Background: an optimization exercise with open tools, aiming at small area, a short achievable clock period and few clock cycles per item. Do not read the settings as production practice. At most, simulation tests tie the RTL to the original design; equivalence was not proved. Function not checked in runs 1 to 3 and 5: the RTL went through the layout flow alone. No activity file was given, so power comes from the tool's default toggle rates.

==> flow/design.v <==
module winnow_dec (
    input  wire        clk,
    input  wire        rst,
    input  wire        in_valid,
    output wire        in_ready,
    input  wire [7:0]  in_data,
    input  wire [6:0]  in_n,
    output wire        out_valid,
    input  wire        out_ready,
    output wire [31:0] out_data,
    output wire        out_last
);
    localparam S_HDR  = 2'd0;      
    localparam S_FLAG = 2'd1;      
    localparam S_RAW  = 2'd2;      
    localparam S_BITS = 2'd3;      
    localparam D_CODE = 1'b0;      
    localparam D_ESC  = 1'b1;      
    reg [1:0]  st;
    reg        ds;
    reg [6:0]  n;
    reg [4:0]  kk;
    reg [4:0]  kp1;                
    reg [2:0]  lgk;                
    reg        fc;
    reg [1:0]  mode;
    reg [6:0]  cnt;                
    reg [1:0]  wc;                 
    reg        warm;               
    reg [5:0]  ar;                 
    reg [5:0]  bpos;               
    reg [1:0]  bi;                 
    reg        irdy;               
    reg [511:0] ring;              
    reg [5:0]  s;                  
    reg [7:0]  flag_c;
    reg [39:0] W;                  
    reg [5:0]  bcnt;
    reg        le32;               
    reg [7:0]  ib;                 
    reg        ibv;
    reg        rdyb;               
    reg        more;               
    reg [6:0]  lbr;                
    reg [4:0]  qacc;               
    reg        uv;
    reg [23:0] u;                  
    reg [1:0]  upsel;              
    reg [7:0]  uflag;
    reg        ulast;
    reg        ov;
    reg [31:0] out_word;
    reg        olast;
    reg [23:0] x2;
    wire [23:0] x1 = out_word[31:8];
    assign in_ready  = irdy;
    assign out_valid = ov;
    assign out_data  = out_word;
    assign out_last  = olast;
    wire s2go    = uv && (!ov || out_ready);
    wire s1_free = !uv || s2go;
    wire in_hdr  = (st == S_HDR);
    wire in_flag = (st == S_FLAG);
    wire in_raw  = (st == S_RAW);
    wire in_bits = (st == S_BITS);
    wire in_fire = in_valid && irdy;
    wire fetch   = in_fire && in_bits;
    wire merge   = ibv && le32;
    wire raw4    = in_fire && in_raw && (bi == 2'd3);
    wire        ones8   = &W[7:0];                   
    wire        ones4   = &W[3:0];                   
    wire [1:0]  t2      = !W[0] ? 2'd0 : !W[1] ? 2'd1 : !W[2] ? 2'd2 : 2'd3;
    wire        zero_in = !ones4 && ({4'd0, t2} < bcnt);
    wire [6:0]  bk      = {1'b0, bcnt} - {2'd0, kp1};
    wire        fits    = !bk[6] && ({4'd0, t2} <= bk[5:0]);   
    wire        take8   = ones8 && (qacc <= 5'd24);
    wire        take4   = ones4 && (qacc <= 5'd28);
    wire        code_st = (ds == D_CODE) && !warm;
    wire [1:0]  tsel    = code_st ? t2 : 2'd0;
    wire [5:0]  c_code  = ar + {4'd0, tsel};
    wire [4:0]  q      = qacc + {3'd0, t2};
    wire [25:0] wsh    = W[26:1] >> t2;
    wire [22:0] kmask  = ~(23'h7FFFFF << kk);
    wire [22:0] low    = wsh[22:0] & kmask;
    wire [24:0] u_rice = ({20'd0, q} << kk) | {2'd0, low};
    reg        go;                 
    reg        emit;
    reg        wait_bits;          
    reg [1:0]  csel;               
    reg [23:0] u_n;
    reg        warm_n;
    reg        ds_n;
    reg [4:0]  qacc_n;
    always @(*) begin
        go        = 1'b0;
        emit      = 1'b0;
        wait_bits = 1'b0;
        csel      = 2'd0;
        u_n       = u_rice[24:1] ^ {24{u_rice[0]}};
        warm_n    = 1'b0;
        ds_n      = ds;
        qacc_n    = qacc;
        if (ds == D_ESC) begin
            if (bcnt >= 6'd27) begin
                go     = 1'b1;
                emit   = 1'b1;
                u_n    = W[24:1] ^ {24{W[0]}};
                ds_n   = D_CODE;
            end else
                wait_bits = 1'b1;
        end else if (warm) begin
            if (bcnt >= 6'd24) begin
                go     = 1'b1;
                emit   = 1'b1;
                u_n    = W[23:0];
                warm_n = 1'b1;
            end else
                wait_bits = 1'b1;
        end else if (take8) begin
            go     = 1'b1;
            csel   = 2'd2;
            qacc_n = qacc + 5'd8;
            ds_n   = (qacc == 5'd24) ? D_ESC : D_CODE;
        end else if (take4) begin
            go     = 1'b1;
            csel   = 2'd1;
            qacc_n = qacc + 5'd4;
            ds_n   = (qacc == 5'd28) ? D_ESC : D_CODE;
        end else if (zero_in && fits) begin
            go     = 1'b1;
            emit   = 1'b1;
            qacc_n = 5'd0;
        end else
            wait_bits = 1'b1;
        if (!in_bits || (emit && !s1_free)) begin
            go     = 1'b0;
            emit   = 1'b0;
            ds_n   = ds;
            qacc_n = qacc;
        end
        if (!in_bits)
            wait_bits = 1'b0;
    end
    wire [5:0]  c = (csel == 2'd2) ? 6'd8 : (csel == 2'd1) ? 6'd4 : c_code;
    wire last_code = (cnt == 7'd0);
    wire end_bits  = emit && last_code;
    wire [39:0] W_ins  = W | (merge ? ({32'd0, ib} << bcnt) : 40'd0);
    wire [39:0] W_a    = (W >> ar) | (merge ? ({32'd0, ib} << bpos) : 40'd0);
    wire [39:0] W_sh   = (csel == 2'd2) ? (W_ins >> 8) :
                         (csel == 2'd1) ? (W_ins >> 4) : (W_a >> tsel);
    wire        direct = fetch && !ibv && wait_bits;
    wire [39:0] W_dir  = {32'd0, in_data} << bcnt;
    wire [39:0] W_next = go ? W_sh : (direct ? (W_ins | W_dir) : W_ins);
    wire [5:0]  bcnt_m = bcnt + (merge ? 6'd8 : 6'd0);
    wire [5:0]  bcnt_n = go ? (bcnt_m - c) : (direct ? bcnt + 6'd8 : bcnt_m);
    wire        le32_n = direct ? (bcnt <= 6'd24) :
                         ((bcnt_m <= 6'd32) || (go && c >= bcnt_m - 6'd32));
    wire [6:0]  cnt1    = (cnt == 7'd0) ? 7'd0 : cnt - 7'd1;
    wire [10:0] rest_sh = {4'd0, cnt1} << lgk;
    wire [5:0]  rest_lb = (rest_sh[10:6] != 5'd0) ? 6'd63 : rest_sh[5:0];
    wire [6:0]  held    = {1'b0, bcnt} + (ibv ? 7'd8 : 7'd0);
    wire        lb_a0   = held < lbr;
    wire        lb_a1   = (held + 7'd8) < lbr;
    wire        more_n  = wait_bits && !ibv && !fetch;
    wire        ibv_n  = in_bits && ((fetch && !direct) || (ibv && !merge));
    wire        rdyb_n = in_bits ? (more_n || (fetch ? lb_a1 : lb_a0)) : 1'b1;
    wire        le32_x = in_bits ? le32_n : 1'b1;
    wire        uv_n   = emit || (uv && !s2go);
    wire        ov_n   = s2go || raw4 || (ov && !out_ready);
    wire [1:0]  bi_n   = (in_fire && in_raw) ? bi + 2'd1 : (in_hdr ? 2'd0 : bi);
    wire        hdr_fire = in_hdr && in_fire;
    wire [1:0]  wc_n   = hdr_fire ? ((in_data[1:0] == 2'd3) ? 2'd0 : in_data[1:0]) :
                         (emit && warm_n) ? wc - 2'd1 : wc;
    wire [4:0]  kp1_n  = hdr_fire ? in_data[7:3] + 5'd1 : kp1;
    wire        ds_x   = hdr_fire ? D_CODE : ds_n;
    wire [5:0]  ar_n   = (ds_x == D_ESC) ? 6'd27 : (wc_n != 2'd0) ? 6'd24 : {1'b0, kp1_n};
    wire [5:0]  bm_ar  = (in_bits ? bcnt_m : 6'd0) - ar_n;
    wire [5:0]  bd_ar  = bcnt + 6'd8 - ar_n;
    reg  [1:0]  st_n;
    always @(*) begin
        st_n = st;
        case (st)
            S_HDR:  if (in_fire) st_n = (in_data[1:0] == 2'd3) ? S_RAW : S_FLAG;
            S_FLAG: if (in_fire && (fc || last_code)) st_n = S_BITS;
            S_RAW:  if (raw4 && last_code) st_n = S_HDR;
            default: if (end_bits) st_n = S_HDR;
        endcase
    end
    reg  [1:0]  irdy_v;
    reg         fire_v, fetch_v, raw4_v, ibv_v, rdyb_v, s0_v;
    reg  [1:0]  bi_v, st_v;
    reg         ov_v;
    integer     vv;
    always @(*) begin
        for (vv = 0; vv < 2; vv = vv + 1) begin
            fire_v  = (vv == 1) && irdy;
            fetch_v = fire_v && in_bits;
            raw4_v  = fire_v && in_raw && (bi == 2'd3);
            ibv_v   = in_bits && ((fetch_v && !(!ibv && wait_bits)) || (ibv && !merge));
            rdyb_v  = in_bits ? ((wait_bits && !ibv && !fetch_v) || (fetch_v ? lb_a1 : lb_a0)) : 1'b1;
            ov_v    = s2go || raw4_v || (ov && !out_ready);
            bi_v    = (fire_v && in_raw) ? bi + 2'd1 : (in_hdr ? 2'd0 : bi);
            s0_v    = in_hdr || (in_flag && (fire_v || s == 6'd63));
            st_v    = st;
            case (st)
                S_HDR:  if (fire_v) st_v = (in_data[1:0] == 2'd3) ? S_RAW : S_FLAG;
                S_FLAG: if (fire_v && (fc || last_code)) st_v = S_BITS;
                S_RAW:  if (raw4_v && last_code) st_v = S_HDR;
                default: if (end_bits) st_v = S_HDR;
            endcase
            case (st_v)
                S_HDR:   irdy_v[vv] = 1'b1;
                S_FLAG:  irdy_v[vv] = (in_hdr ? in_data[2] : fc) || s0_v;
                S_RAW:   irdy_v[vv] = !uv_n && (bi_v != 2'd3 || !ov_v);
                default: irdy_v[vv] = rdyb_v && (!ibv_v || le32_x);
            endcase
        end
    end
    wire irdy_n = in_valid ? irdy_v[1] : irdy_v[0];
    wire [23:0] e  = u;
    wire [23:0] pa = (upsel == 2'd0) ? 24'd0 :
                     (upsel == 2'd1) ? x1 : {x1[22:0], 1'b0};
    wire [23:0] pb = (upsel == 2'd2) ? ~x2 : 24'd0;
    wire        pc = (upsel == 2'd2);
    wire [23:0] cs_s = e ^ pa ^ pb;
    wire [23:0] cs_c = (e & pa) | (e & pb) | (pa & pb);
    wire [23:0] x    = cs_s + {cs_c[22:0], pc};
    always @(posedge clk) begin
        ring <= {ring[503:0], (in_fire && in_flag) ? in_data : ring[511:504]};
    end
    always @(posedge clk) begin
        if (fetch && !direct)
            ib <= in_data;
        if (s2go) begin
            out_word <= {x, uflag};
            olast    <= ulast;
            x2       <= x1;
        end else if (raw4) begin
            out_word <= {in_data, u[23:0]};
            olast    <= last_code;
        end
        if (emit) begin
            u     <= u_n;
            upsel <= warm_n ? 2'd0 : mode;
            uflag <= fc ? flag_c : ring[8*s +: 8];
            ulast <= last_code;
        end else if (in_fire && in_raw) begin
            u[8*bi +: 8] <= in_data;
        end
    end
    always @(posedge clk) begin
        if (rst) begin
            st    <= S_HDR;
            irdy  <= 1'b1;
            ds    <= D_CODE;
            n     <= 7'd1;
            kk    <= 5'd0;
            kp1   <= 5'd1;
            lgk   <= 3'd0;
            fc    <= 1'b0;
            mode  <= 2'd0;
            cnt   <= 7'd0;
            wc    <= 2'd0;
            warm  <= 1'b0;
            ar    <= 6'd1;
            bpos  <= 6'd63;
            bi    <= 2'd0;
            s     <= 6'd0;
            flag_c <= 8'd0;
            W     <= 40'd0;
            bcnt  <= 6'd0;
            le32  <= 1'b1;
            ibv   <= 1'b0;
            rdyb  <= 1'b0;
            lbr   <= 7'd0;
            more  <= 1'b0;
            qacc  <= 5'd0;
            uv    <= 1'b0;
            ov    <= 1'b0;
        end else begin
            st   <= st_n;
            irdy <= irdy_n;
            ov   <= ov_n;
            uv   <= uv_n;
            bi   <= bi_n;
            W    <= in_bits ? W_next : 40'd0;
            bcnt <= in_bits ? bcnt_n : 6'd0;
            le32 <= le32_x;
            ibv  <= ibv_n;
            more <= in_bits && more_n;
            rdyb <= rdyb_n;
            lbr  <= {2'd0, kp1} + {1'b0, rest_lb};
            ds   <= ds_n;
            wc   <= wc_n;
            warm <= (wc_n != 2'd0);
            ar   <= ar_n;
            bpos <= go ? bm_ar - c : (direct ? bd_ar : bm_ar);
            qacc <= qacc_n;
            case (st)
                S_HDR: begin
                    s <= 6'd0;
                    if (in_fire) begin
                        n    <= in_n;
                        cnt  <= in_n - 7'd1;
                        kk   <= in_data[7:3];
                        kp1  <= in_data[7:3] + 5'd1;
                        lgk  <= (in_data[7:3] >= 5'd15) ? 3'd4 :
                                (in_data[7:3] >= 5'd7)  ? 3'd3 :
                                (in_data[7:3] >= 5'd3)  ? 3'd2 :
                                (in_data[7:3] >= 5'd1)  ? 3'd1 : 3'd0;
                        fc   <= in_data[2];
                        mode <= in_data[1:0];
                        ds   <= D_CODE;
                        qacc <= 5'd0;
                    end
                end
                S_FLAG: begin
                    if (in_fire) begin
                        flag_c <= in_data;
                        cnt    <= cnt - 7'd1;
                        if (fc || last_code) begin
                            cnt <= n - 7'd1;
                            s   <= n[5:0] - 6'd1;
                        end
                    end else begin
                        s <= s + 6'd1;
                    end
                end
                S_RAW: begin
                    if (raw4)
                        cnt <= cnt - 7'd1;
                end
                default: begin  
                    s <= emit ? s : s + 6'd1;
                    if (emit) begin
                        cnt <= cnt - 7'd1;
                    end
                end
            endcase
        end
    end
endmodule
==> flow/flow/run.sh <==
#!/bin/bash
set -euo pipefail
sed 's/CLKGATE_MAP_FILE= /CLKGATE_MAP_FILE= SETUP_SLACK_MARGIN=6.3 /' standard.sh > standard_margin.sh
bash standard_margin.sh > make_flow.log 2>&1
==> flow/standard.sh <==
#!/bin/bash
# synth_recipe.tcl (not shown) runs the flow's synth.tcl, then flattens the netlist and writes it again
# the make line also repeats each setting of config.mk as NAME=value (left out here)
make -C /OpenROAD-flow-scripts/flow DESIGN_CONFIG=/design/flow/config.mk WORK_HOME=/design/flow/orfs CLKGATE_MAP_FILE= SYNTH_SCRIPT=/design/flow/synth_recipe.tcl "${@:-finish}"
==> flow/config.mk <==
export PLATFORM = sky130hd
export DESIGN_NAME = winnow_dec
export DESIGN_NICKNAME = winnow_dec
export VERILOG_FILES = /design/flow/design.v
export SDC_FILE = /design/flow/constraint.sdc
export NUM_CORES = 4
export LEC_CHECK = 0
export CAP_MARGIN = 20
export CORE_MARGIN = 2
export CORE_UTILIZATION = 40
export CTS_CLUSTER_DIAMETER = 80
export CTS_CLUSTER_SIZE = 24
export SLEW_MARGIN = 20
==> flow/constraint.sdc <==
create_clock -name core_clock -period 10.0 [get_ports {clk}]
set_input_delay 2.0000 -clock core_clock [delete_from_list [all_inputs] [get_ports {clk}]]
set_output_delay 2.0000 -clock core_clock [all_outputs]
set_load 0.01 [all_outputs]
==> notes.md, run 1 <==
- CP startpoint: in_data[0]
- Met3 wire len: 9.94 mm
- Comb power frac: 24.9%
- Initial antenna violation count: 4
- Area of the mapped netlist: ~37000 um^2
- Final hold violations: 0
- Final setup viols: 0
- DRC Markers: 0
- Cts hold-fix bufs: 0
- Switching Fraction: 31.3%
- Largest net degree at the start of global routing: 75
- Skew-Pair Late Insertion Delay: between 0.6 and 0.7 ns
- First-pass GRT wire length: ~170 mm
- Worst IR drop on VDD: between 0.0001 and 0.00015 V
- Die Ht: 308 um
- Dpl hpwl: between 70 and 80 mm
- Worst Setup End Kind: register
- Die width: around 310 um
- Post-DR vias/cell: between 6 and 7
- Synth top area share: between 30% and 40%
- Final Skew: ~0.057 ns
- Slowest-stage cell, CP: clkdlybuf4s50_1
- Part of the Yosys area used for sequential elements: roughly 43%
- Max capacitance violation total: 0
- Ranking of synthesized cells by area: dfxtp_1 (34%), mux4_2 (14%), edfxtp_1 (8.1%)
- Max clock buf depth: 3
- Final Core Density: between 40% and 50%
- Relative slew slack: approximately 29%
- Cell Pwr Density: approximately 160 nW/um^2
- Routability cong.: between 0.9 and 1
- Vias in the first global route: roughly 28000
- Antenna viol nets, final: 0
- Port bufs: between 50 and 60
- Yosys cell types: 95
- Boundary Pins: between 50 and 60
- Num CTS Buffers: 43
- Die area: around 95000 um^2
- P&R area growth vs syn: 16.1%
- Htree depth: 2
- Clk root buf: clkbuf_16
- Area leader, netlist: dfxtp_1
- Most common cell after layout, fill and taps aside: dfxtp_1
- Crit path time final: 5.27 ns
- Syn Nets: between 3000 and 4000
- Register bit count reported by yosys: 738
- Post-synth top flop: dfxtp_1
- P_int: ~4.8 mW
- WP buf/inv: 3
- Reg-to-reg startpoint: bcnt[0]$_SDFFE_PP0P_
- YS warnings: 1
- Clk pwr share: approximately 28%
- Async set-or-reset flop fraction in the synthesized netlist: 0%
- Crit-path max FO: 17
- Mapped Avg Cell Area: approximately 11 um^2
- Setup TNS Final: 0 ns
- Cell Chain, Critical Path: clkdlybuf4s50_1, buf_4, xnor2_1, nand2_1, o31a_1, nor2_1, o21ai_2, and2_4, ha_1, a21o_1, a21oi_2, xnor2_2, ha_2, buf_4, a21oi_2, xor2_1, o22ai_1, a311o_1
- Num rows: between 100 and 150
- Leak: between 15 and 20 nW
- Clk sinks: around 740
- Max Transition Viols Final: 0
- Syn Inst Count: 3479
- CP required: approximately 11 ns
- Sw power: 2.17 mW
- Family with the most delay on the worst path: compound AO/OA/AOI/OAI gates
- Tot Pwr: 6.95 mW
- Core Region: 91800 um^2
- GRT Util Overall: between 20% and 30%
- Wire length per cell: about 24 um
- Multi-input logic area: 21100 um^2
- Outcome: complete, no violations
- M1 WL: between 50 and 60 mm
- Vias: between 20000 and 30000
- Sequential cell area: between 15000 and 20000 um^2
- Reg power frac: 47.2%
- Final nets: approximately 3700
- CP peak stage delay: approximately 0.45 ns
- Grt ovf: 0
- Final period util: 52.7%
- Initial DRC Count: between 3000 and 4000
- RSZ-0062 raised after global routing: true
- Post-Route WL: 117 mm
- CP Launch Type: primary input
- Worst hold-check path type: register to register
- Hold path startpoint: ring[482]$_DFF_P_
- Starting Density: between 40% and 50%
- Worst setup path class: primary input to register
- Commonest cells after routing, fill and taps aside: dfxtp_1 (606), nand2_1 (328), mux4_2 (229), nor2_1 (209), a21oi_1 (187)
- Least-Margin Pin Slew: between 1 and 1.5 ns
- Share of cells above drive strength 1: 23.1%
- Number of synthesized flops with an enable pin: 100
- Clock Pin Slew Worst Setup and Hold Paths: 0.09 ns
- Fillers: roughly 8400
- Metal2 WL: roughly 52 mm
- TritonRoute pass-1 iters: 8
- Top Metal Used: met5
- Achievable Freq: 190 MHz
- CP arrival: 5.78 ns
- CTS tree: yes
==> logic make-up after synthesis <==
| group | after synthesis | synth area share [%] |
|---|---|---|
| AOI/OAI and AO/OA | 862 | 15.8 |
| DFF | 738 | 42.6 |
| xor gates and xnor gates | 106 | 2.50 |
| adders and majority gates | 131 | 5.07 |
| and+or+nand+nor | 896 | 11.2 |
| muxes | 381 | 18.8 |
| buffers and inverters | 365 | 4.01 |
==> power by group through the flow <==
stage,logic (mW),registers [mW],clock network [mW]
2_1_floorplan,1.19,3.25,0
3_3_place_gp,1.44,3.34,0
3_5_place_dp,1.44,3.35,0
4_1_cts,1.56,3.28,1.99
5_1_grt,1.86,3.30,2.09
6_report,1.73,3.28,1.94
==> final timing paths <==
check             slack [ns]                 end  cells past startpoint
hold / removal          0.32   ring[490]$_DFF_P_                      0
setup reg to reg        4.76  bpos[5]$_SDFF_PP1_                     27
setup / recovery        4.73  bpos[4]$_SDFF_PP1_                     18
hold reg to reg         0.32   ring[490]$_DFF_P_                      0
==> timing repair <==
action | in CTS | in global routing
setup endpoints to repair | 240 | 115
endpoints found under the hold margin | 0 | 0
cloned | 6 | 9
resized for setup | 174 | 194
pin swaps | 69 | 67
buffers inserted | 79 | 68
==> area by class of cell <==
| cell class | instances | share of cell area, % |
|---|---|---|
| multi-input combinational | 2378 | 49.0 |
| timing repair buffer | 269 | 6.27 |
| inverter | 101 | 1.06 |
| tap | 1243 | 3.61 |
| sequential | 738 | 36.8 |
| clock inverter | 17 | 0.622 |
| antenna | 1 | 0.00581 |
| clock buffer | 51 | 2.62 |
==> metal layers <==
layer	vias up	GRT usage, %
met2	1410	35.4
met3	277	3.84
li1	13100	-
met4	4	8.66
met1	14400	33.4
met5	-	0
==> worst register-to-register path: stages, from the launching register on <==
cell,delay (ns)
dfxtp_4,0.36
buf_12,0.14
clkinv_8,0.04
ha_4,0.12
inv_2,0.03
fa_1,0.49
inv_2,0.05
ha_4,0.27
nor2b_4,0.12
o211ai_1,0.10
o32ai_2,0.29
o31ai_2,0.15
a21oi_2,0.22
mux2_4,0.37
a21oi_4,0.16
o22ai_4,0.10
ha_4,0.18
inv_4,0.05
fa_2,0.47
ha_4,0.26
a21o_1,0.15
a21o_1,0.19
a21o_1,0.18
a21oi_2,0.15
xor2_1,0.19
xnor2_1,0.09
a21oi_1,0.12
nand3_1,0.08
==> sequential cells by signal (all words and copies together) (netlist names), 3 cells and up <==
name,count
qacc,5
ar,5
kk,5
ib,8
ring,512
n,7
x2,24
flag_c,8
s,6
kp1,5
u,24
lgk,3
W,40
cnt,7
bpos,6
uflag,8
bcnt,6
lbr,7
out_word,32
==> cells in the mapped netlist, drive strengths merged, types with 56 or more instances <==
cell type	count
edfxtp	100
mux2	56
inv	95
xor2	56
buf	76
mux2i	82
ha	99
nor3	81
mux4	243
dfxtp	638
o21ai	155
clkbuf	188
a21oi	209
nand2	337
nor2	218
nand3	58
==> through the flow <==
| step | area (um^2) | hold WS (ns) | setup WS (ns) | std cells |
|---|---|---|---|---|
| 2_1_floorplan | 37300 | 0.326 | 4.82 | 3479 |
| 3_3_place_gp | 38600 | 0.327 | 3.40 | 4566 |
| 3_5_place_dp | 38600 | 0.331 | 3.27 | 4567 |
| 4_1_cts | 41400 | 0.317 | 4.79 | 4720 |
| 5_1_grt | 43000 | 0.328 | 4.55 | 4797 |
| 6_report | 43000 | 0.324 | 4.73 | 4798 |
==> run 2, diff against run 1 <==
--- a/flow/design.v
+++ b/flow/design.v
@@ -28,12 +28,14 @@
     reg [1:0]  wc;                 
     reg        warm;               
     reg [5:0]  ar;                 
-    reg [5:0]  bpos;               
     reg [1:0]  bi;                 
     reg        irdy;               
     reg [511:0] ring;              
     reg [5:0]  s;                  
     reg [7:0]  flag_c;
+    reg [31:0] fbuf;               
+    reg [1:0]  c2;                 
+    reg        fok;                
     reg [39:0] W;                  
     reg [5:0]  bcnt;
     reg        le32;               
@@ -59,6 +61,9 @@
     assign out_last  = olast;
     wire s2go    = uv && (!ov || out_ready);
     wire s1_free = !uv || s2go;
+    wire [7:0] tap     = ring[32*s[5:2] +: 8];
+    wire       tap_cur = (s[1:0] == 2'd0);
+    wire       flag_ok = fc || fok || tap_cur;
     wire in_hdr  = (st == S_HDR);
     wire in_flag = (st == S_FLAG);
     wire in_raw  = (st == S_RAW);
@@ -132,7 +137,7 @@
             qacc_n = 5'd0;
         end else
             wait_bits = 1'b1;
-        if (!in_bits || (emit && !s1_free)) begin
+        if (!in_bits || (emit && !(s1_free && flag_ok))) begin
             go     = 1'b0;
             emit   = 1'b0;
             ds_n   = ds;
@@ -145,6 +150,7 @@
     wire last_code = (cnt == 7'd0);
     wire end_bits  = emit && last_code;
     wire [39:0] W_ins  = W | (merge ? ({32'd0, ib} << bcnt) : 40'd0);
+    wire [5:0]  bpos   = bcnt - ar;
     wire [39:0] W_a    = (W >> ar) | (merge ? ({32'd0, ib} << bpos) : 40'd0);
     wire [39:0] W_sh   = (csel == 2'd2) ? (W_ins >> 8) :
                          (csel == 2'd1) ? (W_ins >> 4) : (W_a >> tsel);
@@ -174,8 +180,6 @@
     wire [4:0]  kp1_n  = hdr_fire ? in_data[7:3] + 5'd1 : kp1;
     wire        ds_x   = hdr_fire ? D_CODE : ds_n;
     wire [5:0]  ar_n   = (ds_x == D_ESC) ? 6'd27 : (wc_n != 2'd0) ? 6'd24 : {1'b0, kp1_n};
-    wire [5:0]  bm_ar  = (in_bits ? bcnt_m : 6'd0) - ar_n;
-    wire [5:0]  bd_ar  = bcnt + 6'd8 - ar_n;
     reg  [1:0]  st_n;
     always @(*) begin
         st_n = st;
@@ -229,6 +233,7 @@
         ring <= {ring[503:0], (in_fire && in_flag) ? in_data : ring[511:504]};
     end
     always @(posedge clk) begin
+        fbuf[8*(c2 + s[1:0]) +: 8] <= tap;
         if (fetch && !direct)
             ib <= in_data;
         if (s2go) begin
@@ -242,7 +247,7 @@
         if (emit) begin
             u     <= u_n;
             upsel <= warm_n ? 2'd0 : mode;
-            uflag <= fc ? flag_c : ring[8*s +: 8];
+            uflag <= fc ? flag_c : tap_cur ? tap : fbuf[8*c2 +: 8];
             ulast <= last_code;
         end else if (in_fire && in_raw) begin
             u[8*bi +: 8] <= in_data;
@@ -263,10 +268,11 @@
             wc    <= 2'd0;
             warm  <= 1'b0;
             ar    <= 6'd1;
-            bpos  <= 6'd63;
             bi    <= 2'd0;
             s     <= 6'd0;
             flag_c <= 8'd0;
+            c2    <= 2'd0;
+            fok   <= 1'b0;
             W     <= 40'd0;
             bcnt  <= 6'd0;
             le32  <= 1'b1;
@@ -294,7 +300,6 @@
             wc   <= wc_n;
             warm <= (wc_n != 2'd0);
             ar   <= ar_n;
-            bpos <= go ? bm_ar - c : (direct ? bd_ar : bm_ar);
             qacc <= qacc_n;
             case (st)
                 S_HDR: begin
@@ -315,6 +320,8 @@
                     end
                 end
                 S_FLAG: begin
+                    c2  <= 2'd0;
+                    fok <= 1'b0;
                     if (in_fire) begin
                         flag_c <= in_data;
                         cnt    <= cnt - 7'd1;
@@ -332,6 +339,10 @@
                 end
                 default: begin  
                     s <= emit ? s : s + 6'd1;
+                    if (tap_cur)
+                        fok <= 1'b1;
+                    if (emit)
+                        c2 <= c2 + 2'd1;
                     if (emit) begin
                         cnt <= cnt - 7'd1;
                     end
==> run 2 against run 1 <==
Sequential share of layout area rose by 4.5 points. Fmax rose by 39%. Critical endpoint is now out_word[30]$_DFFE_PP_. Global-route usage fell by 0.42 points. Sequential cell count rose by 29. Final area fell by 7.8%. Clock power rose by 2%. Non-clock buffer count fell by 47. Count of clock-buffer cells in the layout fell by 3. Final cell count fell by 5.4%.
==> notes.md, run 2 <==
- Outcome: complete, no violations (unchanged)
- R2R depth: 14 (was 27)
- Least-Margin Pin Slew: 1.06 ns (about the same)
- Boundary Pins: 54 (unchanged)
- CTS tree: yes (unchanged)
- Die Ht: 297 um (was 308 um)
- GRT Util Overall: 22.9% (was 23.3%)
- Htree depth: 2 (unchanged)
- Setup TNS Final: 0 ns (unchanged)
- Hold path startpoint: ring[284]$_DFF_P_ (was ring[482]$_DFF_P_)
- Final nets: 3524 (was 3681)
- Achievable Freq: 263 MHz (was 190 MHz)
- Most common cell after layout, fill and taps aside: dfxtp_1 (unchanged)
- Cts hold-fix bufs: 0 (unchanged)
- Num rows: 107 (was 111)
- Ranking of synthesized cells by area: dfxtp_1 (39%), edfxtp_1 (8.7%), mux4_2 (7.1%) (was dfxtp_1 (34%), mux4_2 (14%), edfxtp_1 (8.1%))
- Wire length per cell: 23.6 um (was 24.3 um)
- Synth top area share: 38.8% (was 34.5%)
- Clock Pin Slew Worst Setup and Hold Paths: 0.09 ns (about the same)
- Commonest cells after routing, fill and taps aside: dfxtp_1 (649), nand2_1 (341), nor2_1 (207), a21oi_1 (191), buf_4 (122) (was dfxtp_1 (606), nand2_1 (328), mux4_2 (229), nor2_1 (209), a21oi_1 (187))
- First-pass GRT wire length: 158 mm (was 172 mm)
- Clk sinks: 767 (was 738)
- Dpl hpwl: 72.0 mm (was 77.0 mm)
- Final period util: 38.1% (was 52.7%)
- Starting Density: 40.4% (about the same)
- Switching Fraction: 29.2% (was 31.3%)
- Post-route insts no fill: 4541 (was 4798)
- Vias in the first global route: 25200 (was 27700)
- DRC Markers: 0 (unchanged)
- Placed Cells: 4363 (was 4567)
- Worst Setup End Kind: register (unchanged)
- Most flops, register: ring (unchanged)
- P_int: 4.71 mW (was 4.77 mW)
- Final hold violations: 0 (unchanged)
- Reg-to-reg startpoint: upsel[0]$_SDFFCE_PP0N_ (was bcnt[0]$_SDFFE_PP0P_)
- CP Depth: 14 (was 18)
- Clk root buf: clkbuf_16 (unchanged)
- Max Transition Viols Final: 0 (unchanged)
- Post-synth top flop: dfxtp_1 (unchanged)
- Syn Inst Count: 3331 (was 3479)
- Comb power frac: 20.1% (was 24.9%)
- Worst R2R End: out_word[30]$_DFFE_PP_ (was bpos[5]$_SDFF_PP1_)
- P&R area growth vs syn: 15.3% (was 16.1%)
- Clk pwr share: 29.8% (was 27.9%)
- Max clock buf depth: 3 (unchanged)
- Area of the mapped netlist: 34400 um^2 (was 37100 um^2)
- Initial antenna violation count: 3 (was 4)
- Syn Nets: 3476 (was 3629)
- Skew-Pair Late Insertion Delay: 0.62 ns (was 0.64 ns)
- Post-Route WL: 107 mm (was 117 mm)
- Relative slew slack: 28.9% (was 28.7%)
- Family with the most delay on the worst path: compound AO/OA/AOI/OAI gates (unchanged)
- Number of synthesized flops with an enable pin: 100 (unchanged)
- Worst hold path endpoint: ring[292]$_DFF_P_ (was ring[490]$_DFF_P_)
- Cell Pwr Density: 168 nW/um^2 (was 161 nW/um^2)
- Final Skew: 0.0544 ns (was 0.0571 ns)
- Async set-or-reset flop fraction in the synthesized netlist: 0% (unchanged)
- WP buf/inv: 3 (unchanged)
- Die area: 88300 um^2 (was 95100 um^2)
- YS warnings: 1 (unchanged)
- Worst setup margin: 6.19 ns (was 4.73 ns)
- Worst hold-check path type: register to register (unchanged)
- Multi-input logic area: 17600 um^2 (was 21100 um^2)
- Largest net degree at the start of global routing: 67 (was 75)
- Leak: 15.2 nW (was 16.0 nW)
- Core Region: 85100 um^2 (was 91800 um^2)
- CP required: 10.38 ns (was 10.51 ns)
- Yosys cell types: 107 (was 95)
- RSZ-0062 raised after global routing: true (unchanged)
- Area leader, netlist: dfxtp_1 (unchanged)
- Sw power: 1.95 mW (was 2.17 mW)
- Fillers: 7994 (was 8432)
- Part of the Yosys area used for sequential elements: 47.6% (was 42.6%)
- Grt ovf: 0 (unchanged)
- Mapped Avg Cell Area: 10.3 um^2 (was 10.7 um^2)
- Register bit count reported by yosys: 767 (was 738)
- Worst setup path class: register to register (was primary input to register)
- Max capacitance violation total: 0 (unchanged)
- Sequential cell area: 16400 um^2 (was 15900 um^2)
- Crit path time final: 3.81 ns (was 5.27 ns)
- CP Launch Type: register (was primary input)
- Port bufs: 53 (unchanged)
- Dominant cell by count in the synthesized netlist: dfxtp_1 (unchanged)
- Final setup viols: 0 (unchanged)
- Hold depth: 0 (unchanged)
- Slowest-stage cell, CP: or4_4 (was clkdlybuf4s50_1)
- Synth top cells by count: dfxtp_1 (667), nand2_1 (354), nor2_1 (218), a21oi_1 (207) (was dfxtp_1 (638), nand2_1 (337), mux4_2 (229), nor2_1 (218), a21oi_1 (208))
- CP peak stage delay: 0.53 ns (was 0.45 ns)
- Dpl ws: 4.09 ns (was 3.27 ns)
- Largest registers: ring: 512 flops, W: 40 flops (was ring: 512 flops, W: 40 flops, out_word: 32 flops)
- Die width: 297 um (was 308 um)
- Max reg flops: 512 (unchanged)
- TritonRoute pass-1 iters: 6 (was 8)
- Vias: 27000 (was 29300)
- Routability cong.: 1.01 (was 0.985)
- Initial DRC Count: 3085 (was 3353)
- Worst IR drop on VDD: 0.000162 V (was 0.000134 V)
- Num CTS Buffers: 45 (was 43)
- CP arrival: 4.19 ns (was 5.78 ns)
- Antenna viol nets, final: 0 (unchanged)
- Reg power frac: 50.1% (was 47.2%)
- Cell Chain, Critical Path: buf_6, nand2b_4, buf_12, buf_4, nor2_1, fa_1, ha_2, or4_4, o22ai_4, o41ai_4, a221oi_2, o211ai_1, mux2_4, nand3_2 (was clkdlybuf4s50_1, buf_4, xnor2_1, nand2_1, o31a_1, nor2_1, o21ai_2, and2_4, ha_1, a21o_1, a21oi_2, xnor2_2, ha_2, buf_4, a21oi_2, xor2_1, o22ai_1, a311o_1)
- Flop2flop setup slack: 6.19 ns (was 4.76 ns)
- Post-DR vias/cell: 5.94 (was 6.10)
- Share of cells above drive strength 1: 17.1% (was 23.1%)
- Final hold slack: 0.306 ns (was 0.324 ns)
- Crit-path max FO: 7 (was 17)
==> run 2: power groups by stage <==
stage          logic (mW)  clock network [mW]  registers [mW]
2_1_floorplan       0.863                   0            3.35
3_3_place_gp         1.13                   0            3.40
3_5_place_dp         1.13                   0            3.41
4_1_cts              1.21                2.02            3.34
5_1_grt              1.44                2.13            3.36
6_report             1.34                1.98            3.34
==> run 2: what timing repair did <==
| action | CTS | global route |
|---|---|---|
| gates cloned | 9 | 6 |
| pin swaps | 28 | 49 |
| resized for setup | 165 | 155 |
| endpoints found under the setup margin | 191 | 99 |
| setup buffers | 51 | 47 |
| endpoints found under the hold margin | 0 | 0 |
==> run 2: layout make-up <==
class                   instances  share of cell area [%]
diodes                          1                 0.00631
clock buffers                  48                    2.95
clock inverters                16                   0.625
inverters                     108                    1.20
multi-input cells            2233                    44.3
flip-flops and latches        767                    41.3
well taps                    1144                    3.61
repair buffers                222                    5.89
repair inverters                2                  0.0505
==> run 2: routing by layer <==
| layer | up-vias | GRT usage, % | share of wire (%) |
|---|---|---|---|
| met5 | - | 0 | 0.015 |
| met4 | 4 | 9.14 | 4.6 |
| met3 | 301 | 3.45 | 8.3 |
| met2 | 1329 | 35.1 | 44 |
| met1 | 13100 | 32.5 | 43 |
| li1 | 12300 | - | - |
==> run 2: logic make-up (layout without fill, tap and decap cells) <==
| kind of cell | Yosys count | in the layout | share of synthesized area (%) |
|---|---|---|---|
| compound gates | 861 | 861 | 17.2 |
| fa+ha+maj | 126 | 126 | 5.26 |
| other cells | 0 | 1 | 0 |
| buf+inv | 332 | 396 | 4.02 |
| mux | 254 | 254 | 11.5 |
| flops | 767 | 767 | 47.6 |
| xor+xnor | 100 | 100 | 2.55 |
| simple gates | 891 | 892 | 11.8 |
==> run 2: worst max path at each step <==
stage,start,end,slack [ns]
floorplan,W[2]$_SDFF_PP0_,irdy$_SDFF_PP1_,6.26
global route,upsel[0]$_SDFFCE_PP0N_,out_word[30]$_DFFE_PP_,6.07
global placement,out_ready,W[38]$_SDFF_PP0_,4.17
CTS,upsel[0]$_SDFFCE_PP0N_,out_word[30]$_DFFE_PP_,6.10
finish,upsel[0]$_SDFFCE_PP0N_,out_word[30]$_DFFE_PP_,6.19
detailed placement,out_ready,W[38]$_SDFF_PP0_,4.09
==> run 2: metrics by stage <==
stage / instance area, um^2 / util (%) / total power [mW]
final: 39700 / 46.6 / 6.66
after global placement: 35900 / 42.2 / 4.53
after CTS: 38500 / 45.2 / 6.57
after floorplan: 34500 / - / 4.22
after global routing: 39700 / 46.6 / 6.92
after detailed placement: 35900 / 42.2 / 4.53
==> run 3, diff against run 2 <==
--- a/flow/config.mk
+++ b/flow/config.mk
@@ -7,7 +7,7 @@
 export LEC_CHECK = 0
 export CAP_MARGIN = 20
 export CORE_MARGIN = 2
-export CORE_UTILIZATION = 40
+export CORE_UTILIZATION = 50
 export CTS_CLUSTER_DIAMETER = 80
 export CTS_CLUSTER_SIZE = 24
 export SLEW_MARGIN = 20
==> run 3 against run 2 <==
Still clean on timing, DRC and antenna. Sequential share of layout area decreased by 0.46 points. Worst setup slack worse by 0.036 ns. Register-to-register slack lost 0.04 ns. Sequential cell count unchanged. Clock skew fell by 0.022 ns. Worst hold slack better by 0.0090 ns. Via count increased by 3.7%. Critical endpoint unchanged. Area after synthesis stayed put. Non-clock buffer count increased by 28. Critical path depth grew 2. Critical path type unchanged.
==> notes.md, run 3 <==
- Outcome: complete, no violations (unchanged)
- Post-synth top flop: dfxtp_1 (unchanged)
- Final period util: 38.4% (was 38.1%)
- Ranking of synthesized cells by area: dfxtp_1 (39%), edfxtp_1 (8.7%), mux4_2 (7.1%) (unchanged)
- CP arrival: 4.34 ns (was 4.19 ns)
- Num CTS Buffers: 44 (was 45)
- Cell Chain, Critical Path: nor2b_4, and2_4, fa_1, ha_2, inv_2, fa_2, nor2b_2, o21ai_2, a21oi_2, o22ai_4, o41ai_4, a221oi_2, buf_4, o211ai_1, mux2_4, nand3_2 (was buf_6, nand2b_4, buf_12, buf_4, nor2_1, fa_1, ha_2, or4_4, o22ai_4, o41ai_4, a221oi_2, o211ai_1, mux2_4, nand3_2)
- Least-Margin Pin Slew: 1.23 ns (was 1.06 ns)
- M1 WL: 49.5 mm (was 46.6 mm)
- Most common cell after layout, fill and taps aside: dfxtp_1 (unchanged)
- Final nets: 3551 (was 3524)
- DRC Markers: 0 (unchanged)
- Cell Pwr Density: 169 nW/um^2 (was 168 nW/um^2)
- Max capacitance violation total: 0 (unchanged)
- Worst R2R End: out_word[30]$_DFFE_PP_ (unchanged)
- # diodes: 0 (was 1)
- Metal2 WL: 51.4 mm (was 46.8 mm)
- Clk pwr share: 29.0% (was 29.8%)
- Achievable Freq: 260 MHz (was 263 MHz)
- Vias: 28000 (was 27000)
- Final setup viols: 0 (unchanged)
- Family with the most delay on the worst path: compound AO/OA/AOI/OAI gates (unchanged)
- Synth top cells by count: dfxtp_1 (667), nand2_1 (354), nor2_1 (218), a21oi_1 (207) (unchanged)
- Area leader, netlist: dfxtp_1 (unchanged)
- P_int: 4.72 mW (was 4.71 mW)
- Clk sinks: 767 (unchanged)
- Final hold violations: 0 (unchanged)
- Flop2flop setup slack: 6.16 ns (was 6.19 ns)
- Boundary Pins: 54 (unchanged)
- Share of cells above drive strength 1: 19.9% (was 17.1%)
- Initial antenna violation count: 2 (was 3)
- Num rows: 96 (was 107)
- Syn Nets: 3476 (unchanged)
- Met3 wire len: 10.0 mm (was 8.84 mm)
- Port bufs: 53 (unchanged)
- Register bit count reported by yosys: 767 (unchanged)
- Placed Cells: 4096 (was 4363)
- Slowest-stage cell, CP: edfxtp_1 (was or4_4)
- Cts hold-fix bufs: 0 (unchanged)
- Number of synthesized flops with an enable pin: 100 (unchanged)
- Dominant cell by count in the synthesized netlist: dfxtp_1 (unchanged)
- Max Transition Viols Final: 0 (unchanged)
- Setup TNS Final: 0 ns (unchanged)
- RSZ-0062 raised after global routing: true (unchanged)
- Sequential cell area: 16400 um^2 (about the same)
- Leak: 15.4 nW (was 15.2 nW)
- Post-Route WL: 116 mm (was 107 mm)
- Clock Pin Slew Worst Setup and Hold Paths: 0.10 ns (was 0.09 ns)
- Synth top area share: 38.8% (unchanged)
- Worst hold path endpoint: ring[57]$_DFF_P_ (was ring[292]$_DFF_P_)
- GRT Util Overall: 31.3% (was 22.9%)
- Dpl ws: 4.21 ns (was 4.09 ns)
- CP peak stage delay: 0.52 ns (was 0.53 ns)
- Sw power: 2.05 mW (was 1.95 mW)
- Most flops, register: ring (unchanged)
- First-pass GRT wire length: 169 mm (was 158 mm)
- Max clock buf depth: 3 (unchanged)
- Crit-path max FO: 3 (was 7)
- Syn Inst Count: 3331 (unchanged)
- Die Ht: 266 um (was 297 um)
- Htree depth: 2 (unchanged)
- Part of the Yosys area used for sequential elements: 47.6% (unchanged)
- Yosys cell types: 107 (unchanged)
- CTS tree: yes (unchanged)
- Clk root buf: clkbuf_16 (unchanged)
- Switching Fraction: 30.3% (was 29.2%)
- Dpl hpwl: 78.5 mm (was 72.0 mm)
- Worst setup margin: 6.16 ns (was 6.19 ns)
- Grt ovf: 0 (unchanged)
- Wire length per cell: 26.9 um (was 23.6 um)
- Die area: 70900 um^2 (was 88300 um^2)
- Worst setup path class: register to register (unchanged)
- Comb power frac: 21.7% (was 20.1%)
- Largest registers: ring: 512 flops, W: 40 flops (unchanged)
- Largest net degree at the start of global routing: 69 (was 67)
- Mapped Avg Cell Area: 10.3 um^2 (unchanged)
- Max reg flops: 512 (unchanged)
- Area of the mapped netlist: 34400 um^2 (unchanged)
- Top Metal Used: met5 (unchanged)
- Routability cong.: 0.968 (was 1.01)
- Initial DRC Count: 3157 (was 3085)
- CP Launch Type: register (unchanged)
- R2R depth: 16 (was 14)
- CP required: 10.50 ns (was 10.38 ns)
- Worst Setup End Kind: register (unchanged)
- Crit path time final: 3.84 ns (was 3.81 ns)
- Reg-to-reg startpoint: upsel[0]$_SDFFCE_PP0N_ (unchanged)
- TritonRoute pass-1 iters: 7 (was 6)
- Skew-Pair Late Insertion Delay: 0.63 ns (was 0.62 ns)
- Fillers: 5695 (was 7994)
- Final Skew: 0.0324 ns (was 0.0544 ns)
- Worst hold-check path type: register to register (unchanged)
- Worst IR drop on VDD: 0.000153 V (was 0.000162 V)
- Antenna viol nets, final: 0 (unchanged)
- Relative slew slack: 17.4% (was 28.9%)
- Die width: 266 um (was 297 um)
- YS warnings: 1 (unchanged)
- Async set-or-reset flop fraction in the synthesized netlist: 0% (unchanged)
- Post-DR vias/cell: 6.50 (was 5.94)
- Reg power frac: 49.3% (was 50.1%)
- Vias in the first global route: 26500 (was 25200)
- Multi-input logic area: 18100 um^2 (was 17600 um^2)
- Starting Density: 50.3% (was 40.4%)
- Commonest cells after routing, fill and taps aside: dfxtp_1 (647), nand2_1 (340), nor2_1 (207), a21oi_1 (182), buf_4 (142) (was dfxtp_1 (649), nand2_1 (341), nor2_1 (207), a21oi_1 (191), buf_4 (122))
- Hold path startpoint: ring[49]$_DFF_P_ (was ring[284]$_DFF_P_)
- P&R area growth vs syn: 16.7% (was 15.3%)
- Post-route insts no fill: 4306 (was 4541)
- WP buf/inv: 2 (was 3)
- Core Region: 68300 um^2 (was 85100 um^2)
- Hold depth: 0 (unchanged)
-- run 3: worst reg2reg max path, cell delays in order, from the launching register on --
cell and delay, ns:
edfxtp_1 0.52, nor2b_4 0.20, and2_4 0.15, fa_1 0.49, ha_2 0.18, inv_2 0.04, fa_2 0.35, nor2b_2 0.13
o21ai_2 0.07, a21oi_2 0.21, o22ai_4 0.11, o41ai_4 0.32, a221oi_2 0.10, buf_4 0.18, o211ai_1 0.22, mux2_4 0.33
nand3_2 0.09
-- run 3: layer usage --
metal / track usage, % / up-vias
met1: 44.8 / 13900
met4: 11.7 / 6
li1: - / 12300
met5: 0 / -
met2: 47.9 / 1440
met3: 4.80 / 281
-- run 3: final cells by class --
class / count / share of cell area (%)
timing repair buffer: 250 / 6.60
tap: 882 / 2.75
clock inverter: 18 / 0.789
timing repair inverter: 2 / 0.0437
clock buffer: 46 / 2.76
sequential: 767 / 40.9
inverter: 108 / 1.17
multi-input combinational: 2233 / 45.0
-- run 3: through the flow --
stage	utilization (%)	hold WS [ns]	total power, mW	cell area (um^2)
floorplan	-	0.310	4.22	34500
global placement	52.0	0.310	4.54	35500
detailed placement	52.0	0.312	4.56	35500
CTS	56.2	0.321	6.64	38400
global route	58.7	0.327	7.03	40100
finish	58.7	0.315	6.77	40100
-- run 3: worst max-delay path by stage --
stage,startpoint,end,slack [ns],cells after the start
after floorplan,W[2]$_SDFF_PP0_,irdy$_SDFF_PP1_,6.26,23
after global placement,out_ready,W[38]$_SDFF_PP0_,4.41,11
after detailed placement,out_ready,W[38]$_SDFF_PP0_,4.21,11
after CTS,upsel[0]$_SDFFCE_PP0N_,out_word[30]$_DFFE_PP_,6.08,16
after global routing,upsel[0]$_SDFFCE_PP0N_,out_word[30]$_DFFE_PP_,6.07,16
final,upsel[0]$_SDFFCE_PP0N_,out_word[30]$_DFFE_PP_,6.16,16
-- run 3: power by group through the flow --
stage	combinational (mW)	clock [mW]	sequential [mW]
2_1_floorplan	0.863	0	3.35
3_3_place_gp	1.14	0	3.40
3_5_place_dp	1.16	0	3.40
4_1_cts	1.29	2.01	3.33
5_1_grt	1.56	2.12	3.35
6_report	1.47	1.97	3.34
-- run 3: cell families after synthesis --
kind of cell | synth area share, %
multiplexers | 11.5
XOR/XNOR | 2.55
AND/OR/NAND/NOR | 11.8
buffers and inverters | 4.02
flip-flops | 47.6
AO/OA/AOI/OAI | 17.2
adder cells (fa/ha/maj) | 5.26
-- run 3: timing repair --
action | in CTS | in global routing
endpoints found under the setup margin | 194 | 109
pin swaps | 35 | 84
setup buffers | 60 | 70
gates cloned | 8 | 8
gates resized for setup | 195 | 217
==> run 4, diff against run 3 <==
--- a/flow/design.v
+++ b/flow/design.v
@@ -64,6 +64,7 @@
     wire [7:0] tap     = ring[32*s[5:2] +: 8];
     wire       tap_cur = (s[1:0] == 2'd0);
     wire       flag_ok = fc || fok || tap_cur;
+    wire [1:0] fslot   = c2 + s[1:0];
     wire in_hdr  = (st == S_HDR);
     wire in_flag = (st == S_FLAG);
     wire in_raw  = (st == S_RAW);
@@ -233,7 +234,7 @@
         ring <= {ring[503:0], (in_fire && in_flag) ? in_data : ring[511:504]};
     end
     always @(posedge clk) begin
-        fbuf[8*(c2 + s[1:0]) +: 8] <= tap;
+        fbuf[8*fslot +: 8] <= tap;
         if (fetch && !direct)
             ib <= in_data;
         if (s2go) begin
--- a/flow/config.mk
+++ b/flow/config.mk
@@ -7,7 +7,7 @@
 export LEC_CHECK = 0
 export CAP_MARGIN = 20
 export CORE_MARGIN = 2
-export CORE_UTILIZATION = 50
+export CORE_UTILIZATION = 40
 export CTS_CLUSTER_DIAMETER = 80
 export CTS_CLUSTER_SIZE = 24
 export SLEW_MARGIN = 20
==> run 4 against run 3 <==
Combinational power up 12%. Global-route usage fell by 7.6 points. Power grew 2.6%. Via count up 0.83%. Worst hold slack better by 0.0032 ns. Synthesized cell count up 3.5%. Critical path depth fell by 1. Largest cell class unchanged.
==> notes.md, run 4 <==
- Routability cong.: 1.00 (was 0.968)
- Worst R2R End: out_word[31]$_DFFE_PP_ (was out_word[30]$_DFFE_PP_)
- Clk pwr share: 28.1% (was 29.0%)
- Synth Area in Compound Gates: 17.9% (was 17.2%)
- Largest registers: ring: 512 flops, W: 40 flops (unchanged)
- P_int: 4.83 mW (was 4.72 mW)
- Sequential cell area: 16400 um^2 (about the same)
- Worst Setup End Kind: register (unchanged)
- Dominant cell by count in the synthesized netlist: dfxtp_1 (unchanged)
- Sw power: 2.12 mW (was 2.05 mW)
- Clock Pin Slew Worst Setup and Hold Paths: 0.10 ns (about the same)
- Ranking of synthesized cells by area: dfxtp_1 (38%), edfxtp_1 (8.6%), mux4_2 (6.8%) (was dfxtp_1 (39%), edfxtp_1 (8.7%), mux4_2 (7.1%))
- Post-DR vias/cell: 6.01 (was 6.50)
- P&R area growth vs syn: 17.0% (was 16.7%)
- Post-Route WL: 112 mm (was 116 mm)
- Achievable Freq: 251 MHz (was 260 MHz)
- CTS tree: yes (unchanged)
- CP arrival: 4.37 ns (was 4.34 ns)
- Final period util: 39.9% (was 38.4%)
- Initial DRC Count: 3144 (was 3157)
- Syn Nets: 3591 (was 3476)
- GRT Util Overall: 23.7% (was 31.3%)
- Worst setup path class: register to register (unchanged)
- Starting Density: 40.2% (was 50.3%)
- Relative slew slack: 24.7% (was 17.4%)
- Synth top cells by count: dfxtp_1 (667), nand2_1 (362), nor2_1 (217), a21oi_1 (201), o21ai_0 (197) (was dfxtp_1 (667), nand2_1 (354), nor2_1 (218), a21oi_1 (207))
- Port bufs: 53 (unchanged)
- Comb power frac: 23.6% (was 21.7%)
- Final setup viols: 0 (unchanged)
- Fillers: 8017 (was 5695)
- Commonest cells after routing, fill and taps aside: dfxtp_1 (640), nand2_1 (351), nor2_1 (207), a21oi_1 (179), o21ai_0 (174) (was dfxtp_1 (647), nand2_1 (340), nor2_1 (207), a21oi_1 (182), buf_4 (142))
- Num rows: 108 (was 96)
- Yosys cell types: 90 (was 107)
- Final nets: 3664 (was 3551)
- RSZ-0062 raised after global routing: true (unchanged)
- Num CTS Buffers: 44 (unchanged)
- Post-synthesis adder-cell area fraction: 5.17% (was 5.26%)
- Wire length per cell: 23.9 um (was 26.9 um)
- Flop2flop setup slack: 6.01 ns (was 6.16 ns)
- Main combinational cell family by area after synthesis: compound AO/OA/AOI/OAI gates (unchanged)
- Least-Margin Pin Slew: 1.13 ns (was 1.23 ns)
- CP startpoint: upsel[1]$_SDFFCE_PP0N_ (was upsel[0]$_SDFFCE_PP0N_)
- Max reg flops: 512 (unchanged)
- Async set-or-reset flop fraction in the synthesized netlist: 0% (unchanged)
- Syn Inst Count: 3447 (was 3331)
- Synth Area in Simple Gates: 11.7% (was 11.8%)
- R2R depth: 15 (was 16)
- Crit path time final: 3.99 ns (was 3.84 ns)
- Initial antenna violation count: 5 (was 2)
- Tot Pwr: 6.95 mW (was 6.77 mW)
- Max clock buf depth: 3 (unchanged)
- Leak: 15.7 nW (was 15.4 nW)
- Dpl hpwl: 73.2 mm (was 78.5 mm)
- Reg power frac: 48.3% (was 49.3%)
- Multi-input logic area: 18300 um^2 (was 18100 um^2)
- Post-synth top flop: dfxtp_1 (unchanged)
- Clk sinks: 767 (unchanged)
- Area of the mapped netlist: 34800 um^2 (was 34400 um^2)
- Final hold violations: 0 (unchanged)
- Reg-to-reg startpoint: upsel[1]$_SDFFCE_PP0N_ (was upsel[0]$_SDFFCE_PP0N_)
- Htree depth: 2 (unchanged)
- Setup TNS Final: 0 ns (unchanged)
- Max capacitance violation total: 0 (unchanged)
- YS warnings: 1 (unchanged)
- Crit-path max FO: 11 (was 3)
- Outcome: complete, no violations (unchanged)
- Most common cell after layout, fill and taps aside: dfxtp_1 (unchanged)
- Worst IR drop on VDD: 0.000154 V (was 0.000153 V)
- Cts hold-fix bufs: 0 (unchanged)
- Clk root buf: clkbuf_16 (unchanged)
- Boundary Pins: 54 (unchanged)
- Final Skew: 0.0496 ns (was 0.0324 ns)
- Die area: 89400 um^2 (was 70900 um^2)
- Post-synthesis xor/xnor area fraction: 2.84% (was 2.55%)
- # diodes: 0 (unchanged)
- Most flops, register: ring (unchanged)
- Synth top area share: 38.4% (was 38.8%)
- Vias in the first global route: 26600 (was 26500)
- Switching Fraction: 30.5% (was 30.3%)
- Skew-Pair Late Insertion Delay: 0.64 ns (was 0.63 ns)
- Final hold slack: 0.318 ns (was 0.315 ns)
- Die width: 299 um (was 266 um)
- DRC Markers: 0 (unchanged)
- Core Region: 86500 um^2 (was 68300 um^2)
- First-pass GRT wire length: 165 mm (was 169 mm)
- Worst setup path endpoint: out_word[31]$_DFFE_PP_ (was out_word[30]$_DFFE_PP_)
- TritonRoute pass-1 iters: 9 (was 7)
- Vias: 28200 (was 28000)
- Mapped Avg Cell Area: 10.1 um^2 (was 10.3 um^2)
- Die Ht: 299 um (was 266 um)
- Largest net degree at the start of global routing: 70 (was 69)
- Cell Pwr Density: 171 nW/um^2 (was 169 nW/um^2)
- Area leader, netlist: dfxtp_1 (unchanged)
- Post-synthesis mux area share: 11.3% (was 11.5%)
- Register bit count reported by yosys: 767 (unchanged)
- CP Launch Type: register (unchanged)
- Antenna viol nets, final: 0 (unchanged)
- Max Transition Viols Final: 0 (unchanged)
- Part of the Yosys area used for sequential elements: 47.0% (was 47.6%)
- Grt ovf: 0 (unchanged)
- Number of synthesized flops with an enable pin: 100 (unchanged)
- CP required: 10.38 ns (was 10.50 ns)
- Worst hold-check path type: register to register (unchanged)
- Share of cells above drive strength 1: 18.6% (was 19.9%)
-- run 4: changes by cell type after synthesis, moves of 8 or more --
cell | before | now
a211oi_1 | 45 | 55
a22o_1 | 63 | 30
a22oi_1 | 32 | 40
a311oi_1 | 8 | 16
clkbuf_1 | 151 | 174
inv_1 | 99 | 119
mux2_2 | 37 | 53
mux2i_1 | 107 | 98
nand2_1 | 354 | 362
nand2b_1 | 27 | 35
nand3_1 | 69 | 58
o21ai_0 | 151 | 197
-- run 4: power by group through the flow --
stage	Clock (mW)	Sequential, mW	Combinational (mW)
floorplan	0	3.37	0.990
global placement	0	3.43	1.28
detailed placement	0	3.43	1.29
CTS	1.99	3.35	1.50
global route	2.11	3.37	1.76
finish	1.95	3.36	1.64
-- run 4: critical path: stages, from the launching register on --
cell	delay (ns)
edfxtp_1	0.44
buf_12	0.17
nor2b_4	0.15
buf_12	0.15
a22o_1	0.16
fa_1	0.47
ha_4	0.25
a211oi_2	0.23
o21bai_2	0.13
o2111ai_4	0.27
a2111oi_4	0.12
o41a_1	0.37
or4_4	0.45
a31oi_4	0.16
xnor2_1	0.13
o21ai_1	0.08
-- run 4: routing by layer --
metal / wire (um) / part of all wire (%) / vias to the layer above / global-route usage (%)
li1: - / - / 12700 / -
met1: 47200 / 42 / 13700 / 32.6
met2: 48700 / 43 / 1448 / 35.5
met3: 10600 / 9.4 / 358 / 5.31
met4: 5450 / 4.9 / 10 / 11.1
met5: 58 / 0.052 / - / 0
-- run 4: cell type report --
type,count,share of cell area [%]
repair buffers,256,6.58
flip-flops and latches,767,40.3
well taps,1155,3.55
clock buffers,47,2.78
clock inverters,16,0.627
multi-input cells,2322,44.8
inverters,128,1.30
repair inverters,1,0.0123
-- run 4: timing repair --
item                                    CTS  global route
cloned                                   12             5
endpoints found under the setup margin  235           219
setup buffers                            69            64
gates resized for setup                 195           151
pin swaps                                36            51
endpoints found under the hold margin     0             0
-- run 4: kinds of logic after synthesis --
group                      after synthesis
AOI/OAI and AO/OA                      924
buffers and inverters                  361
DFF                                    767
adders and majority gates              126
and+or+nand+nor                        901
muxes                                  256
xor gates and xnor gates               112
-- run 4: worst min path at each step --
stage	startpoint	cells past startpoint	slack (ns)	endpoint
4_1_cts	ring[462]$_DFF_P_	0	0.32	ring[470]$_DFF_P_
2_1_floorplan	ring[92]$_DFF_P_	0	0.31	ring[100]$_DFF_P_
3_3_place_gp	ring[147]$_DFF_P_	0	0.31	ring[155]$_DFF_P_
5_1_grt	ring[462]$_DFF_P_	0	0.32	ring[470]$_DFF_P_
3_5_place_dp	ring[124]$_DFF_P_	0	0.31	ring[132]$_DFF_P_
6_report	ring[462]$_DFF_P_	0	0.32	ring[470]$_DFF_P_
-- run 4: through the flow --
step / area (um^2) / cells / utilization (%) / setup slack [ns]
6_report: 40700 / 4692 / 47.1 / 6.01
5_1_grt: 40700 / 4692 / 47.1 / 5.84
4_1_cts: 39600 / 4623 / 45.8 / 6.04
3_5_place_dp: 36400 / 4479 / 42.1 / 4.70
3_3_place_gp: 36400 / 4478 / 42.1 / 4.74
2_1_floorplan: 35000 / 3447 / - / 6.30
Testbench counts of run 4, summed over its fixed seeds: cycles 35,752, blocks 320.
==> run 5, diff against run 4 <==
--- a/flow/design.v
+++ b/flow/design.v
@@ -64,7 +64,6 @@
     wire [7:0] tap     = ring[32*s[5:2] +: 8];
     wire       tap_cur = (s[1:0] == 2'd0);
     wire       flag_ok = fc || fok || tap_cur;
-    wire [1:0] fslot   = c2 + s[1:0];
     wire in_hdr  = (st == S_HDR);
     wire in_flag = (st == S_FLAG);
     wire in_raw  = (st == S_RAW);
@@ -234,7 +233,7 @@
         ring <= {ring[503:0], (in_fire && in_flag) ? in_data : ring[511:504]};
     end
     always @(posedge clk) begin
-        fbuf[8*fslot +: 8] <= tap;
+        fbuf[8*(c2 + s[1:0]) +: 8] <= tap;
         if (fetch && !direct)
             ib <= in_data;
         if (s2go) begin
==> flow/flow/run.sh (replaced) <==
#!/bin/bash
set -euo pipefail
sed 's/CLKGATE_MAP_FILE= /CLKGATE_MAP_FILE= SETUP_SLACK_MARGIN=6.0 /' standard.sh > standard_margin.sh
bash standard_margin.sh > make_flow.log 2>&1
==> run 5 against run 4 <==
Synthesized cell count down 3.4%. Critical path depth down 2. First-iteration DRC count down 3.2%. Fmax up 0.31%. Clock power about the same. Count of clock-buffer cells in the layout up 1. Largest cell class unchanged. Critical path type unchanged.
==> notes.md, run 5 <==
- First-pass GRT wire length: 157 mm (was 165 mm)
- Crit path time final: 3.98 ns (was 3.99 ns)
- Worst IR drop on VDD: 0.000176 V (was 0.000154 V)
- Max Transition Viols Final: 0 (unchanged)
- Final nets: 3459 (was 3664)
- Number of synthesized flops with an enable pin: 100 (unchanged)
- Worst hold path endpoint: ring[470]$_DFF_P_ (unchanged)
- Area of the mapped netlist: 34400 um^2 (was 34800 um^2)
- Achievable Freq: 252 MHz (was 251 MHz)
- Final setup viols: 0 (unchanged)
- Worst Setup End Kind: register (unchanged)
- Largest registers: ring: 512 flops, W: 40 flops (unchanged)
- Register bit count reported by yosys: 767 (unchanged)
- Relative slew slack: 30.8% (was 24.7%)
- Syn Nets: 3476 (was 3591)
- Dpl ws: 4.33 ns (was 4.70 ns)
- Least-Margin Pin Slew: 1.04 ns (was 1.13 ns)
- Hold path startpoint: ring[462]$_DFF_P_ (unchanged)
- Reg-to-reg startpoint: bcnt[0]$_SDFFE_PP0P_ (was upsel[1]$_SDFFCE_PP0N_)
- Grt ovf: 0 (unchanged)
- Leak: 14.6 nW (was 15.7 nW)
- Part of the Yosys area used for sequential elements: 47.6% (was 47.0%)
- Worst R2R End: W[5]$_SDFF_PP0_ (was out_word[31]$_DFFE_PP_)
- Mapped Avg Cell Area: 10.3 um^2 (was 10.1 um^2)
- Clock Pin Slew Worst Setup and Hold Paths: 0.09 ns (was 0.10 ns)
- Initial antenna violation count: 6 (was 5)
- CTS tree: yes (unchanged)
- Final Core Density: 44.9% (was 47.1%)
- Clk sinks: 767 (unchanged)
- Final period util: 39.8% (was 39.9%)
- Worst setup margin: 6.02 ns (was 6.01 ns)
- CP peak stage delay: 0.65 ns (was 0.47 ns)
- GRT Util Overall: 22.8% (was 23.7%)
- Wire length per cell: 23.4 um (was 23.9 um)
- Vias in the first global route: 24900 (was 26600)
- Num CTS Buffers: 43 (was 44)
- Family with the most delay on the worst path: multiplexers (was compound AO/OA/AOI/OAI gates)
- Cell Chain, Critical Path: buf_12, clkinvlp_4, ha_1, inv_1, fa_2, mux4_2, mux2i_2, mux2i_1, a211o_1, or3_1, nand3_1, a21oi_1, o311a_1 (was buf_12, nor2b_4, buf_12, a22o_1, fa_1, ha_4, a211oi_2, o21bai_2, o2111ai_4, a2111oi_4, o41a_1, or4_4, a31oi_4, xnor2_1, o21ai_1)
- Yosys cell types: 107 (was 90)
- Slowest-stage cell, CP: fa_2 (was fa_1)
- Port bufs: 53 (unchanged)
- Post-DR vias/cell: 5.94 (was 6.01)
- Fillers: 8083 (was 8017)
- Hold depth: 0 (unchanged)
- Max reg flops: 512 (unchanged)
- DP Area: 35900 um^2 (was 36400 um^2)
- P&R area growth vs syn: 11.2% (was 17.0%)
- Die area: 88300 um^2 (was 89400 um^2)
- Max capacitance violation total: 0 (unchanged)
- Final hold slack: 0.323 ns (was 0.318 ns)
- Post-Route WL: 105 mm (was 112 mm)
- Worst setup path class: register to register (unchanged)
- CP arrival: 4.46 ns (was 4.37 ns)
- Dpl hpwl: 72.0 mm (was 73.2 mm)
- Outcome: complete, no violations (unchanged)
- Largest net degree at the start of global routing: 69 (was 70)
- Syn Inst Count: 3331 (was 3447)
- Skew-Pair Late Insertion Delay: 0.63 ns (was 0.64 ns)
- Num rows: 107 (was 108)
- WP buf/inv: 3 (was 2)
- Final Skew: 0.0386 ns (was 0.0496 ns)
- Antenna viol nets, final: 0 (unchanged)
- Ranking of synthesized cells by area: dfxtp_1 (39%), edfxtp_1 (8.7%), mux4_2 (7.1%) (was dfxtp_1 (38%), edfxtp_1 (8.6%), mux4_2 (6.8%))
- Vias: 26600 (was 28200)
- Clk root buf: clkbuf_16 (unchanged)
- Setup TNS Final: 0 ns (unchanged)
- Worst hold-check path type: register to register (unchanged)
- YS warnings: 1 (unchanged)
- Share of cells above drive strength 1: 13.1% (was 18.6%)
- Design Area, Final: 38200 um^2 (was 40700 um^2)
- Tot Pwr: 6.47 mW (was 6.95 mW)
- R2R depth: 13 (was 15)
- RSZ-0062 raised after global routing: true (unchanged)
- CP Launch Type: register (unchanged)
- Htree depth: 2 (unchanged)
- Synth top area share: 38.8% (was 38.4%)
- Die width: 297 um (was 299 um)
- Post-synth top flop: dfxtp_1 (unchanged)
- Initial DRC Count: 3042 (was 3144)
- TritonRoute pass-1 iters: 8 (was 9)
- Routability cong.: 1.02 (was 1.00)
- Async set-or-reset flop fraction in the synthesized netlist: 0% (unchanged)
- Crit-path max FO: 7 (was 11)
- Die Ht: 297 um (was 299 um)
- Most flops, register: ring (unchanged)
- Flop2flop setup slack: 6.02 ns (was 6.01 ns)
- Final hold violations: 0 (unchanged)
- Post-route insts no fill: 4477 (was 4692)
- Placed Cells: 4365 (was 4479)
- Cell Pwr Density: 169 nW/um^2 (was 171 nW/um^2)
- CP required: 10.48 ns (was 10.38 ns)
- Boundary Pins: 54 (unchanged)
- Area leader, netlist: dfxtp_1 (unchanged)
- Commonest cells after routing, fill and taps aside: dfxtp_1 (658), nand2_1 (348), nor2_1 (214), a21oi_1 (198), o21ai_0 (133) (was dfxtp_1 (640), nand2_1 (351), nor2_1 (207), a21oi_1 (179), o21ai_0 (174))
- Most common cell after layout, fill and taps aside: dfxtp_1 (unchanged)
- Core Region: 85100 um^2 (was 86500 um^2)
- DRC Markers: 0 (unchanged)
- Synth top cells by count: dfxtp_1 (667), nand2_1 (354), nor2_1 (218), a21oi_1 (207) (was dfxtp_1 (667), nand2_1 (362), nor2_1 (217), a21oi_1 (201), o21ai_0 (197))
- Starting Density: 40.4% (was 40.2%)
- Max clock buf depth: 3 (unchanged)
- Dominant cell by count in the synthesized netlist: dfxtp_1 (unchanged)
==> run 5: layout make-up <==
type                            instances  area (um^2)  area share (%)
Sequential cell                       767        16400            42.8
Clock inverter                         15          219           0.573
Clock buffer                           48         1130            2.95
Timing Repair Buffer                  162         1600            4.18
Inverter                              108          440            1.15
Multi-Input combinational cell       2232        17000            44.6
Tap cell                             1144         1430            3.75
Antenna cell                            1         2.50         0.00655
==> run 5: report_power, final <==
| part | internal [mW] | switching, mW |
|---|---|---|
| registers | 3.24 | 0.0866 |
| logic | 0.464 | 0.755 |
| clock network | 0.868 | 1.05 |
==> run 5: repair_timing <==
item                                    in CTS  in global routing
setup buffers                               19                 21
gates cloned                                 2                  6
hold buffers                                 0                  0
pin swaps                                   11                 17
endpoints found under the setup margin     142                 82
resized for setup                           70                 79
==> run 5: cell families after synthesis <==
| kind of cell | Yosys count | share of synthesized area, % |
|---|---|---|
| AOI/OAI and AO/OA | 861 | 17.2 |
| muxes | 254 | 11.5 |
| and+or+nand+nor | 891 | 11.8 |
| buffers and inverters | 332 | 4.02 |
| xor gates and xnor gates | 100 | 2.55 |
| adders and majority gates | 126 | 5.26 |
| DFF | 767 | 47.6 |
==> run 5: worst max path at each step <==
stage,start,end,depth (start not counted)
floorplan,upsel[0]$_SDFFCE_PP0N_,out_word[28]$_DFFE_PP_,16
global placement,out_ready,W[38]$_SDFF_PP0_,12
detailed placement,out_ready,W[38]$_SDFF_PP0_,12
CTS,W[2]$_SDFF_PP0_,u[5]$_DFFE_PP_,13
global route,W[2]$_SDFF_PP0_,u[5]$_DFFE_PP_,13
finish,bcnt[0]$_SDFFE_PP0P_,W[5]$_SDFF_PP0_,13
==> run 5: routing by layer <==
| layer | vias to the layer above | global-route usage, % | wire, um |
|---|---|---|---|
| met5 | - | 0 | 52 |
| li1 | 12100 | - | - |
| met1 | 12900 | 32.4 | 45600 |
| met2 | 1269 | 34.3 | 46100 |
| met3 | 270 | 3.48 | 8520 |
| met4 | 8 | 9.88 | 4640 |

## static timing again, ports no longer ideal
In the flow no input, the clock included, has a driving cell. The finished layouts below were timed again as built, in two steps.
Step 1: set_driving_cell puts a clkbuf_16 on clk and a buf_2 on each other input, an assumption about the parent block.
Step 2, shift: input delay + t, output delay - t, t = (earliest + latest rising clock arrival at the registers) / 2. This alone moves slack from input paths to output paths.
Three values: ideal, step 1, step 2; two values: the first two.
run	shift t [ns]	slack for setup (ns)	hold WS [ns]	clock arrival spread, ns	slew at the worst register clock pin (ns)
run 1	0.674	4.727 / 4.725 / 4.051	0.324 / 0.324 / 0.324	0.064 / 0.065	0.11 / 0.11
run 2	0.655	6.195 / 6.195 / 5.681	0.306 / 0.306 / 0.306	0.054 / 0.055	0.10 / 0.10
run 3	0.679	6.158 / 6.158 / 5.672	0.315 / 0.315 / 0.315	0.033 / 0.032	0.10 / 0.10
run 4	0.676	6.012 / 6.012 / 5.527	0.318 / 0.318 / 0.318	0.050 / 0.050	0.10 / 0.10
run 5	0.667	6.024 / 6.015 / 5.457	0.323 / 0.323 / 0.323	0.041 / 0.041	0.10 / 0.10
After both steps setup and hold are still met in every run listed. For run 1, which loses most, drivers alone change the setup slack by -0.002 ns; drivers and shift together by -0.676 ns.
